Source: an optimization exercise on an open RTL-to-GDS flow (aim: small area, a short achievable clock period and few clock cycles per item). Production flows keep margins and buffers that such runs may drop. The RTL was checked by simulation tests, not by an equivalence proof against the original design.

==> design/flow/design.v <==
module tau_arith (
    input  wire        clk,
    input  wire        rst,           
    input  wire        in_valid,
    output wire        in_ready,
    input  wire        in_fn,         
    input  wire [63:0] in_a,
    input  wire [63:0] in_b,
    output reg         out_valid,
    output reg  [63:0] out_result,
    output reg         out_range
);
    localparam [29:0] NS_PER_SEC = 30'd1_000_000_000;
    localparam [64:0] K_NS       = 65'd9_223_372_037_000_000_000;
    localparam [31:0] K_LO       = 32'd633_437_445;           
    localparam        DIV_STEPS  = 65;
    wire [31:0] a_sec = in_a[63:32];
    wire [31:0] a_ns  = in_a[31:0];
    wire [31:0] b_sec = in_b[63:32];
    wire [31:0] b_ns  = in_b[31:0];
    wire a_bad = (a_ns >= {2'b00, NS_PER_SEC});
    wire b_bad = (b_ns >= {2'b00, NS_PER_SEC});
    wire range_err = in_fn ? (a_bad | b_bad) : a_bad;
    wire signed [31:0] d_sec  = a_sec - b_sec;
    wire signed [63:0] d_ns   = $signed({32'd0, a_ns}) - $signed({32'd0, b_ns});
    wire signed [63:0] diff_v = d_sec * $signed({34'd0, NS_PER_SEC}) + d_ns;
    localparam S_IDLE = 1'b0;
    localparam S_DIV  = 1'b1;
    reg        state;
    reg [6:0]  steps;
    reg [64:0] dividend;      
    reg [30:0] rem;           
    reg [31:0] quo;           
    reg [31:0] sec_base;
    wire [64:0] t_start = {33'd0, a_ns} + {in_b[63], in_b} + K_NS;
    wire [30:0] rem_shift = {rem[29:0], dividend[64]};
    wire        rem_ge    = (rem_shift >= {1'b0, NS_PER_SEC});
    wire [30:0] rem_next  = rem_ge ? (rem_shift - {1'b0, NS_PER_SEC}) : rem_shift;
    wire [31:0] quo_next  = {quo[30:0], rem_ge};
    assign in_ready = (state == S_IDLE);
    always @(posedge clk) begin
        if (rst) begin
            state      <= S_IDLE;
            steps      <= 7'd0;
            dividend   <= 65'd0;
            rem        <= 31'd0;
            quo        <= 32'd0;
            sec_base   <= 32'd0;
            out_valid  <= 1'b0;
            out_result <= 64'd0;
            out_range  <= 1'b0;
        end else begin
            out_valid <= 1'b0;
            case (state)
                S_IDLE: begin
                    if (in_valid) begin
                        if (range_err) begin
                            out_valid  <= 1'b1;
                            out_result <= 64'd0;
                            out_range  <= 1'b1;
                        end else if (in_fn) begin
                            out_valid  <= 1'b1;
                            out_result <= diff_v;
                            out_range  <= 1'b0;
                        end else begin
                            state    <= S_DIV;
                            steps    <= DIV_STEPS[6:0];
                            dividend <= t_start;
                            rem      <= 31'd0;
                            quo      <= 32'd0;
                            sec_base <= a_sec;
                        end
                    end
                end
                S_DIV: begin
                    dividend <= {dividend[63:0], 1'b0};
                    rem      <= rem_next;
                    quo      <= quo_next;
                    steps    <= steps - 7'd1;
                    if (steps == 7'd1) begin
                        state      <= S_IDLE;
                        out_valid  <= 1'b1;
                        out_result <= {sec_base + quo_next - K_LO, 1'b0, rem_next};
                        out_range  <= 1'b0;
                    end
                end
            endcase
        end
    end
endmodule
==> design/flow/run.sh <==
#!/bin/bash
# synth_recipe.tcl (not shown) runs the flow's synth.tcl, then flattens the netlist and writes it again
# the make line also repeats each setting of config.mk as NAME=value (left out here)
make -C /OpenROAD-flow-scripts/flow DESIGN_CONFIG=/design/flow/config.mk WORK_HOME=/design/flow/orfs CLKGATE_MAP_FILE= SYNTH_SCRIPT=/design/flow/synth_recipe.tcl finish
==> design/flow/config.mk <==
export PLATFORM = sky130hd
export DESIGN_NAME = tau_arith
export DESIGN_NICKNAME = tau_arith
export VERILOG_FILES = /design/flow/design.v
export SDC_FILE = /design/flow/constraint.sdc
export NUM_CORES = 4
export LEC_CHECK = 0
export CAP_MARGIN = 20
export CORE_MARGIN = 2
export CORE_UTILIZATION = 40
export SLEW_MARGIN = 20
==> design/flow/constraint.sdc <==
create_clock -name core_clock -period 14.0 [get_ports {clk}]
set_input_delay 2.8000 -clock core_clock [delete_from_list [all_inputs] [get_ports {clk}]]
set_output_delay 2.8000 -clock core_clock [all_outputs]
set_load 0.01 [all_outputs]
==> results of run 1 <==
## stage by stage
step	cell area, sq um	util [%]
3_3_place_gp	37630	44.83
4_1_cts	38540	45.90
6_report	38580	45.96
5_1_grt	38570	45.94
3_5_place_dp	37630	44.83
2_1_floorplan	34020	-
## cell usage in the layout, fill, tap and decap left out, drive strengths merged, types with 19 or more instances in the layout
| master | Yosys | final |
|---|---|---|
| and3 | 59 | 59 |
| o21bai | 38 | 38 |
| a21o | 127 | 127 |
| clkbuf | 139 | 33 |
| nand3 | 76 | 76 |
| buf | 12 | 99 |
| a31oi | 37 | 37 |
| o22ai | 27 | 27 |
| nor2 | 333 | 333 |
| xnor2 | 185 | 185 |
| a211oi | 34 | 34 |
| fa | 351 | 351 |
| a221oi | 40 | 40 |
| inv | 672 | 671 |
| nor3 | 71 | 71 |
| dfxtp | 232 | 232 |
| a21oi | 362 | 362 |
| clkdlybuf4s50 | 0 | 197 |
| o21ai | 206 | 206 |
| ha | 439 | 439 |
| nor2b | 27 | 27 |
| nand2 | 277 | 277 |
| xor2 | 93 | 93 |
| o21a | 22 | 22 |
| nand4 | 46 | 46 |
| nor4 | 19 | 19 |
## area by class of cell
type / instances / area, sq um / area share, %
clock buffer: 33 / 726.9 / 1.884
inverter: 672 / 2524 / 6.541
clock inverter: 13 / 175.2 / 0.4540
sequential: 232 / 4648 / 12.05
tap: 1134 / 1419 / 3.678
timing repair buffer: 296 / 2719 / 7.047
antenna: 4 / 10.01 / 0.02594
multi-input combinational: 3109 / 26360 / 68.32
## tightest hold or removal path: stages (launching register included)
cell and delay, ps:
dfxtp_1 310, nand2_1 50, a21oi_1 50
## cells by family (layout without fill, tap and decap cells)
logic type | after synthesis | count (layout) | share of synthesized area, %
buffers and inverters | 823 | 1014 | 9.110
AO/OA/AOI/OAI | 1044 | 1044 | 19.54
XOR/XNOR | 278 | 278 | 7.235
other | 0 | 4 | 0
adder cells (fa/ha/maj) | 790 | 790 | 36.80
AND/OR/NAND/NOR | 991 | 991 | 13.48
multiplexers | 6 | 6 | 0.1765
flip-flops | 232 | 232 | 13.65
## routing by layer
metal / routed length, microns / vias to the layer above / part of all wire (%) / track usage [%]
li1: - / 14400 / - / -
met1: 50990 / 14280 / 45 / 35.76
met2: 50630 / 864 / 45 / 41.68
met3: 6962 / 143 / 6.2 / 2.908
met4: 3941 / 2 / 3.5 / 8.109
met5: 17 / - / 0.015 / 0
## final timing paths
kind                                     start              to  slack, ps  cells after the start
worst min-delay path            out_result[31]  out_result[31]        450                      2
worst max register to register          rem[8]  out_result[63]       7870                     26
worst max-delay path                  in_a[32]  out_result[62]        600                     47
worst min register to register  out_result[31]  out_result[31]        450                      2
## sequential cells by signal, indices dropped and copies added, names as in the netlist
signal,count
state,1
rem,30
out_result,64
quo,31
dividend,65
out_valid,1
sec_base,32
out_range,1
steps,7
## what timing repair did
item                                    in CTS  in global routing
endpoints found under the setup margin       0                 17
hold buffers                                 0                  0
gates resized for setup                      0                  6
==> reports/qor.txt, run 1 <==
outcome - finished clean
Tcrit/Tclk final - 95.70%
largest area contributor in the netlist - fa_1
setup ws final - 602.3 ps
syn_area_per_cell - 8.170 sq um
top cells by area, synth - fa_1 21%, ha_1 16%, dfxtp_1 14%, inv_1 7.4%, a21oi_1 5.3%
Synth Warn # - 1
Fillers - 8437
Crit path max-delay family - adder cells
most frequent cell after synthesis - inv_1
TritonCTS Buffers - 26
CTS Sinks - 232
CP required - 14410 ps
Worst-path clk slew - 60 ps
via-per-instance ratio - 5.404
core area - 83950 sq um
min Tclk post-route - 13400 ps
CP max stage cell - fa_1
most used cell, CP - a21oi_1
drt wl/cell - 20.49 microns
worst slack, placed - 0.7985 ps
CTS tree - done
Hold Fails Final Rpt - 0
cell total after placement - 5443
Fmax - 74.64 MHz
share of Yosys cell area claimed by the top area cell type - 20.66%
Iteration-0 DRC Markers - 2219
Post-Syn Instances - 4164
kind of end point of the critical path - flop
GRT Overall Usage - 25.70%
Max Cap Viol - 0
Die W - 295.6 microns
relative slew slack - 25.49%
Via Count - 29690
Worst Hold Slack - 450.6 ps
initial core utilization - 40.52%
I/O pin cnt - 199
Max Slew Vio Count - 0
DRT Pass-1 Iters - 6
total gr overflow - 0
Layout area overhead - 13.41%
htree depth - 1
root buffer cell - clkbuf_16
unrepaired setup endpoints after global routing - no
Worst Path Buf+Inv - 7
Rows - 106
EDFF count, synth - 0
post-synthesis sequential area ratio - 13.65%
Synth cell types - 83
die height - 295.6 microns
PortBufs - 198
Layout Nets - 5259
largest net degree at the start of global routing - 105
dpl hpwl - 94500 microns
delay of the slowest cell on the worst path - 560 ps
Routed WL - 112500 microns
# Post-CTS Setup Buffers - 0
first-pass GRT wire length - 173100 microns
Seq cells post-synth - 232
Max Buffers Root-to-Sink - 3
ys async rst share - 0%
CP Class - primary input to flop
clock latency on the worst-skew pair - 570 ps
hold crit path type - flop to flop
vias in the first global route - 29270
Netlist Area Pre-Place - 34020 sq um
antenna viol nets, final - 0
arrival time at the worst endpoint - 13800 ps
routability cong. - 0.9818
DRC errors left - 0
share of layout cells above drive strength 1 - 4.684%
commonest register cell after synthesis - dfxtp_1
die area - 87400 sq um
non-filler cells, final - 5493
setup violators final - 0
Final Skew - 35.33 ps
Slew @ Worst Pin - 1089 ps
initial antenna violation count - 4
Setup TNS - 0 ps
critical path launch point type - primary input
crit-path max FO - 5
Post-Syn Nets - 5086
Post-synth top cells - 670 x inv_1, 439 x ha_1, 360 x a21oi_1
Testbench counts, summed over its fixed seeds: cycles 542,183, items 16,000.
==> run 2: changes to the inputs <==
==> design/flow/design.v (replaced) <==
module tau_arith (
    input  wire        clk,
    input  wire        rst,           
    input  wire        in_valid,
    output wire        in_ready,
    input  wire        in_fn,         
    input  wire [63:0] in_a,
    input  wire [63:0] in_b,
    output reg         out_valid,
    output reg  [63:0] out_result,
    output reg         out_range
);
    localparam [29:0] NS_PER_SEC = 30'd1_000_000_000;
    localparam [24:0] D5         = 25'd1_953_125;           
    reg        s1_v;
    reg        s1_fn;
    reg [63:0] s1_a, s1_b;
    reg        busy;              
    reg  [3:0] cnt;               
    reg        neg;               
    reg [35:0] dq;                
    assign in_ready = !s1_v || !busy;
    always @(posedge clk) begin
        if (in_ready) begin
            s1_fn <= in_fn;
            s1_a  <= in_a;
            s1_b  <= in_b;
        end
        if (rst)
            s1_v <= 1'b0;
        else if (in_ready)
            s1_v <= in_valid;
    end
    wire [31:0] a_sec = s1_a[63:32];
    wire [31:0] a_ns  = s1_a[31:0];
    wire [31:0] b_sec = s1_b[63:32];
    wire [31:0] b_ns  = s1_b[31:0];
    wire a_bad = (a_ns >= {2'b00, NS_PER_SEC});
    wire b_bad = (b_ns >= {2'b00, NS_PER_SEC});
    wire range_err = s1_fn ? (a_bad | b_bad) : a_bad;
    wire [31:0] dsec = a_sec - b_sec;
    wire [54:0] ds   = {{23{dsec[31]}}, dsec};
    wire [54:0] dm5  = ds + (ds << 2) - (ds << 5) - (ds << 7) - (ds << 9)
                     + (ds << 12) - (ds << 14) - (ds << 17) + (ds << 21);
    wire [63:0] nsd  = {34'd0, a_ns[29:0]} - {34'd0, b_ns[29:0]};
    wire [63:0] diff_v = {dm5, 9'd0} + nsd;
    wire [64:0] t_v  = {s1_b[63], s1_b} + {35'd0, a_ns[29:0]};
    wire        t_neg = t_v[64];
    wire [54:0] u_v  = t_v[63:9] ^ {55{t_neg}};
    wire        u_lt32 = ~|u_v[54:32];
    wire        u_lt24 = ~|u_v[31:24];
    reg  [20:0] r_init;
    reg  [35:0] dq_init;
    reg  [3:0]  cnt_init;
    always @(*) begin
        if (u_lt32 && u_lt24) begin
            r_init   = {1'b0, u_v[23:4]};
            dq_init  = {u_v[3:0], 32'd0};
            cnt_init = 4'd1;
        end else if (u_lt32) begin
            r_init   = {1'b0, u_v[31:12]};
            dq_init  = {u_v[11:0], 24'd0};
            cnt_init = 4'd3;
        end else begin
            r_init   = {2'b0, u_v[54:36]};
            dq_init  = u_v[35:0];
            cnt_init = 4'd9;
        end
    end
    wire [20:0] rem = out_result[29:9];
    wire [24:0] rp  = {rem, dq[35:32]};
    wire        last = (cnt == 4'd1);
    wire        fneg = neg & last;   
    reg [3:0] d;
    integer j;
    always @(*) begin
        d = 4'd0;
        for (j = 1; j < 16; j = j + 1)
            if (rp >= j * D5) d = j[3:0];
    end
    reg [24:0] kpos, kneg;
    always @(*) begin
        kpos = -(d * D5);
        kneg = ({21'd0, d} + 25'd1) * D5;
    end
    wire [24:0] r_step = (rp ^ {25{fneg}}) + (fneg ? kneg : kpos);
    wire [31:0] sec_b = out_result[63:32];
    wire [27:0] qh    = dq[27:0] ^ {28{neg}};
    wire [3:0]  ql    = d ^ {4{neg}};
    wire [27:0] ph0   = sec_b[31:4] + qh;
    wire [27:0] ph1   = sec_b[31:4] + qh + 28'd1;
    wire [4:0]  pl    = {1'b0, sec_b[3:0]} + {1'b0, ql};
    wire [31:0] sec_v = {pl[4] ? ph1 : ph0, pl[3:0]};
    always @(posedge clk) begin
        if (rst) begin
            busy      <= 1'b0;
            out_valid <= 1'b0;
        end else if (busy) begin
            dq  <= {dq[31:0], d};
            cnt <= cnt - 4'd1;
            out_result[29:9] <= r_step[20:0];
            if (last) begin
                busy      <= 1'b0;
                out_valid <= 1'b1;
                out_range <= 1'b0;
                out_result[63:32] <= sec_v;
            end else begin
                out_valid <= 1'b0;
            end
        end else if (s1_v) begin
            if (range_err) begin
                out_valid  <= 1'b1;
                out_result <= 64'd0;
                out_range  <= 1'b1;
            end else if (s1_fn) begin
                out_valid  <= 1'b1;
                out_result <= diff_v;
                out_range  <= 1'b0;
            end else begin
                out_valid  <= 1'b0;
                busy       <= 1'b1;
                neg        <= t_neg;
                cnt        <= cnt_init;
                dq         <= dq_init;
                out_result <= {a_sec, 2'b00, r_init, t_v[8:0]};
            end
        end else begin
            out_valid <= 1'b0;
        end
    end
endmodule
==> run 2 against run 1 <==
  * Still clean on timing, DRC and antenna
  * Synthesized area up 2.5%
  * Register-to-register slack got worse by 6100 ps
  * Utilization down 0.57 points
  * Cell count fell by 3.8%
  * Worst hold slack improved by 94 ps
  * Clock skew is 10 ps lower
  * Worst setup slack better by 1200 ps
  * Critical endpoint is now out_result[60]
==> reports/qor.txt, run 2 <==
hold crit path type - flop to flop (unchanged)
dpl hpwl - 98410 microns (was 94500 microns)
GRT Overall Usage - 26.58% (was 25.70%)
Via Count - 30580 (was 29690)
syn_area_per_cell - 8.836 sq um (was 8.170 sq um)
routability cong. - 0.9721 (was 0.9818)
Fmax - 81.67 MHz (was 74.64 MHz)
total gr overflow - 0 (unchanged)
vias in the first global route - 29490 (was 29270)
met1 usage - 38.01% (was 35.76%)
Post-Syn Instances - 3948 (was 4164)
CP Class - flop to flop (was primary input to flop)
Worst-path clk slew - 70 ps (was 60 ps)
initial antenna violation count - 8 (was 4)
I/O pin cnt - 199 (unchanged)
global-route layer with the greatest usage - met2 (unchanged)
Layout Nets - 4868 (was 5259)
EDFF count, synth - 235 (was 0)
worst slack, placed - 1940 ps (was 0.7985 ps)
Rows - 108 (was 106)
root buffer cell - clkbuf_16 (unchanged)
delay of the slowest cell on the worst path - 970 ps (was 560 ps)
CTS Sinks - 238 (was 232)
htree depth - 1 (unchanged)
kind of end point of the critical path - flop (unchanged)
Synth cell types - 95 (was 83)
Max Buffers Root-to-Sink - 3 (unchanged)
Tcrit/Tclk final - 87.46% (was 95.70%)
CP required - 14340 ps (was 14410 ps)
Register-to-Register Path Depth - 46 (was 26)
drt wl/cell - 22.91 microns (was 20.49 microns)
reg2reg start - s1_b[32] (was rem[8])
Hold Crit Endpoint - dq[33] (was out_result[31])
die area - 89590 sq um (was 87400 sq um)
Max Cap Viol - 0 (unchanged)
top cells by area, synth - edfxtp_1 20%, ha_1 14%, fa_1 14%, xnor2_1 6.9%, inv_1 4.7% (was fa_1 21%, ha_1 16%, dfxtp_1 14%, inv_1 7.4%, a21oi_1 5.3%)
outcome - finished clean (unchanged)
Layout area overhead - 12.68% (was 13.41%)
arrival time at the worst endpoint - 12590 ps (was 13800 ps)
Synth Warn # - 1 (unchanged)
initial core utilization - 40.28% (was 40.52%)
antenna viol nets, final - 0 (unchanged)
Seq cells post-synth - 238 (was 232)
Worst Hold Slack - 544.4 ps (was 450.6 ps)
setup violators final - 0 (unchanged)
core area - 86620 sq um (was 83950 sq um)
TritonCTS Buffers - 28 (was 26)
relative slew slack - 23.85% (was 25.49%)
setup ws final - 1756 ps (was 602.3 ps)
Iteration-0 DRC Markers - 3098 (was 2219)
DRC errors left - 0 (unchanged)
CTS tree - done (unchanged)
crit-path max FO - 7 (was 5)
DRT Pass-1 Iters - 5 (was 6)
Post-synth top cells - 437 x inv_1, 388 x ha_1, 277 x a21oi_1 (was 670 x inv_1, 439 x ha_1, 360 x a21oi_1)
Hold Fails Final Rpt - 0 (unchanged)
clock latency on the worst-skew pair - 600 ps (was 570 ps)
Max Slew Vio Count - 0 (unchanged)
Die W - 299.3 microns (was 295.6 microns)
share of Yosys cell area claimed by the top area cell type - 20.23% (was 20.66%)
hold_sp - dq[29] (was out_result[31])
first-pass GRT wire length - 182600 microns (was 173100 microns)
unrepaired setup endpoints after global routing - no (unchanged)
critical path launch point type - flop (was primary input)
most common cell after layout, fill and taps aside - inv_1 (unchanged)
most used cell, CP - a21o_1 (was a21oi_1)
PortBufs - 198 (unchanged)
Resized cells post-CTS - 0 (unchanged)
# Post-CTS Setup Buffers - 0 (unchanged)
Final Skew - 24.95 ps (was 35.33 ps)
Netlist Area Pre-Place - 34890 sq um (was 34020 sq um)
commonest register cell after synthesis - edfxtp_1 (was dfxtp_1)
hold_buf cts - 0 (unchanged)
via-per-instance ratio - 5.787 (was 5.404)
Fillers - 8504 (was 8437)
Largest regs - out_result x64, s1_a x64, s1_b x64 (was dividend x65, out_result x64, sec_base x32)
met3 GRT Util - 3.414% (was 2.908%)
post-synthesis sequential area ratio - 20.40% (was 13.65%)
end of the worst register-to-register path - out_result[60] (was out_result[63])
Post-Syn Nets - 4709 (was 5086)
met2 GRT Util - 41.05% (was 41.68%)
Routed WL - 121100 microns (was 112500 microns)
largest area contributor in the netlist - edfxtp_1 (was fa_1)
Min-Delay Path Depth - 2 (unchanged)
largest net degree at the start of global routing - 73 (was 105)
commonest cells after routing, fill and taps aside - 437 x inv_1, 388 x ha_1, 276 x a21oi_1, 271 x xnor2_1, 262 x nor2_1 (was 670 x inv_1, 439 x ha_1, 358 x a21oi_1, 351 x fa_1, 330 x nor2_1)
CP max stage cell - o311ai_0 (was fa_1)
Slew @ Worst Pin - 1134 ps (was 1089 ps)
die height - 299.3 microns (was 295.6 microns)
Setup TNS - 0 ps (unchanged)
setup slack, reg-to-reg - 1760 ps (was 7870 ps)
share of layout cells above drive strength 1 - 4.530% (was 4.684%)
ys async rst share - 0% (unchanged)
min Tclk post-route - 12240 ps (was 13400 ps)
most frequent cell after synthesis - inv_1 (unchanged)
run 2: changes by cell type after synthesis, moves of 35 or more:
cell	before	now
edfxtp_1	0	235
inv_1	670	437
dfxtp_1	232	3
fa_1	351	241
xnor2_1	183	275
a21oi_1	360	277
nor2_1	333	265
ha_1	439	388
a221oi_1	40	5
run 2: area by class of cell:
type,instances,area (sq um),area share [%]
flip-flops and latches,238,7121,18.11
clock buffers,30,708.2,1.802
clock inverters,21,229.0,0.5825
inverters,439,1648,4.192
repair buffers,263,2482,6.315
diodes,2,5.005,0.01273
well taps,1155,1445,3.676
multi-input cells,3137,25670,65.31
run 2: routing by layer:
| layer | vias to the layer above | part of all wire [%] |
|---|---|---|
| met1 | 14750 | 44 |
| met2 | 1245 | 44 |
| met5 | - | 0 |
| li1 | 14410 | - |
| met4 | 0 | 4.1 |
| met3 | 182 | 8.3 |
run 2: logic make-up after synthesis:
family	after synthesis	synth area share [%]
simple gates	1058	15.19
xor+xnor	389	9.766
buf+inv	573	6.262
flops	238	20.40
mux	44	1.277
fa+ha+maj	629	27.75
compound gates	1017	19.36
run 2: worst max path at each step:
| stage | start | end | slack (ps) | cells past startpoint |
|---|---|---|---|---|
| finish | s1_b[32] | out_result[60] | 1760 | 46 |
| global route | s1_b[32] | out_result[62] | 930 | 46 |
| CTS | s1_b[32] | out_result[60] | 1900 | 45 |
| detailed placement | s1_b[32] | out_result[60] | 1940 | 45 |
| global placement | s1_b[32] | out_result[60] | 2090 | 45 |
| floorplan | s1_b[33] | out_result[60] | 2570 | 46 |
run 2: worst max-delay path, delay by kind of cell, from the launching register on:
family          cells  cell delay, ps
xor+xnor            3             980
simple gates        4             300
buf+inv             3             160
fa+ha+maj           8            3210
flops               1             470
compound gates     28            6880
run 2: stage by stage:
step	instances	utilization (%)	cell area [sq um]
after floorplan	3948	-	34890
after global placement	5231	44.27	38350
after detailed placement	5231	44.27	38350
after CTS	5282	45.35	39290
after global routing	5283	45.38	39310
final	5285	45.38	39310
Testbench counts of run 2, summed over its fixed seeds: cycles 44,291, items 16,000.

afterwards: timing with drivers on the ports:
How much do the figures lean on ideal ports? The routed layouts below were timed once more, with nothing changed but the port constraints. Step 1, drivers: a clkbuf_16 drives clk and a buf_2 each remaining input, both assumed. Step 2 adds t to the input delays and takes it off the output delays; t is the mean of the earliest and latest rising clock arrival at the registers after step 1. Input paths then give back, and output paths get back, about the clock's delay inside the block. Slacks: ideal / step 1 / step 2; pairs: ideal / step 1.
run	t, ns	setup WS [ns]	hold slack, ns	slew at the worst register clock pin (ns)	cell pins on the clock port's net
run 1	0.615	0.602 / 0.637 / 0.022	0.451 / 0.451 / 0.451	0.07 / 0.07	1
run 2	0.641	1.756 / 1.756 / 1.756	0.544 / 0.544 / 0.544	0.08 / 0.08	1
After both steps every run listed still meets setup and hold. The setup slack of run 1, which loses most, moves by +0.035 ns with the drivers and by -0.580 ns with both steps.
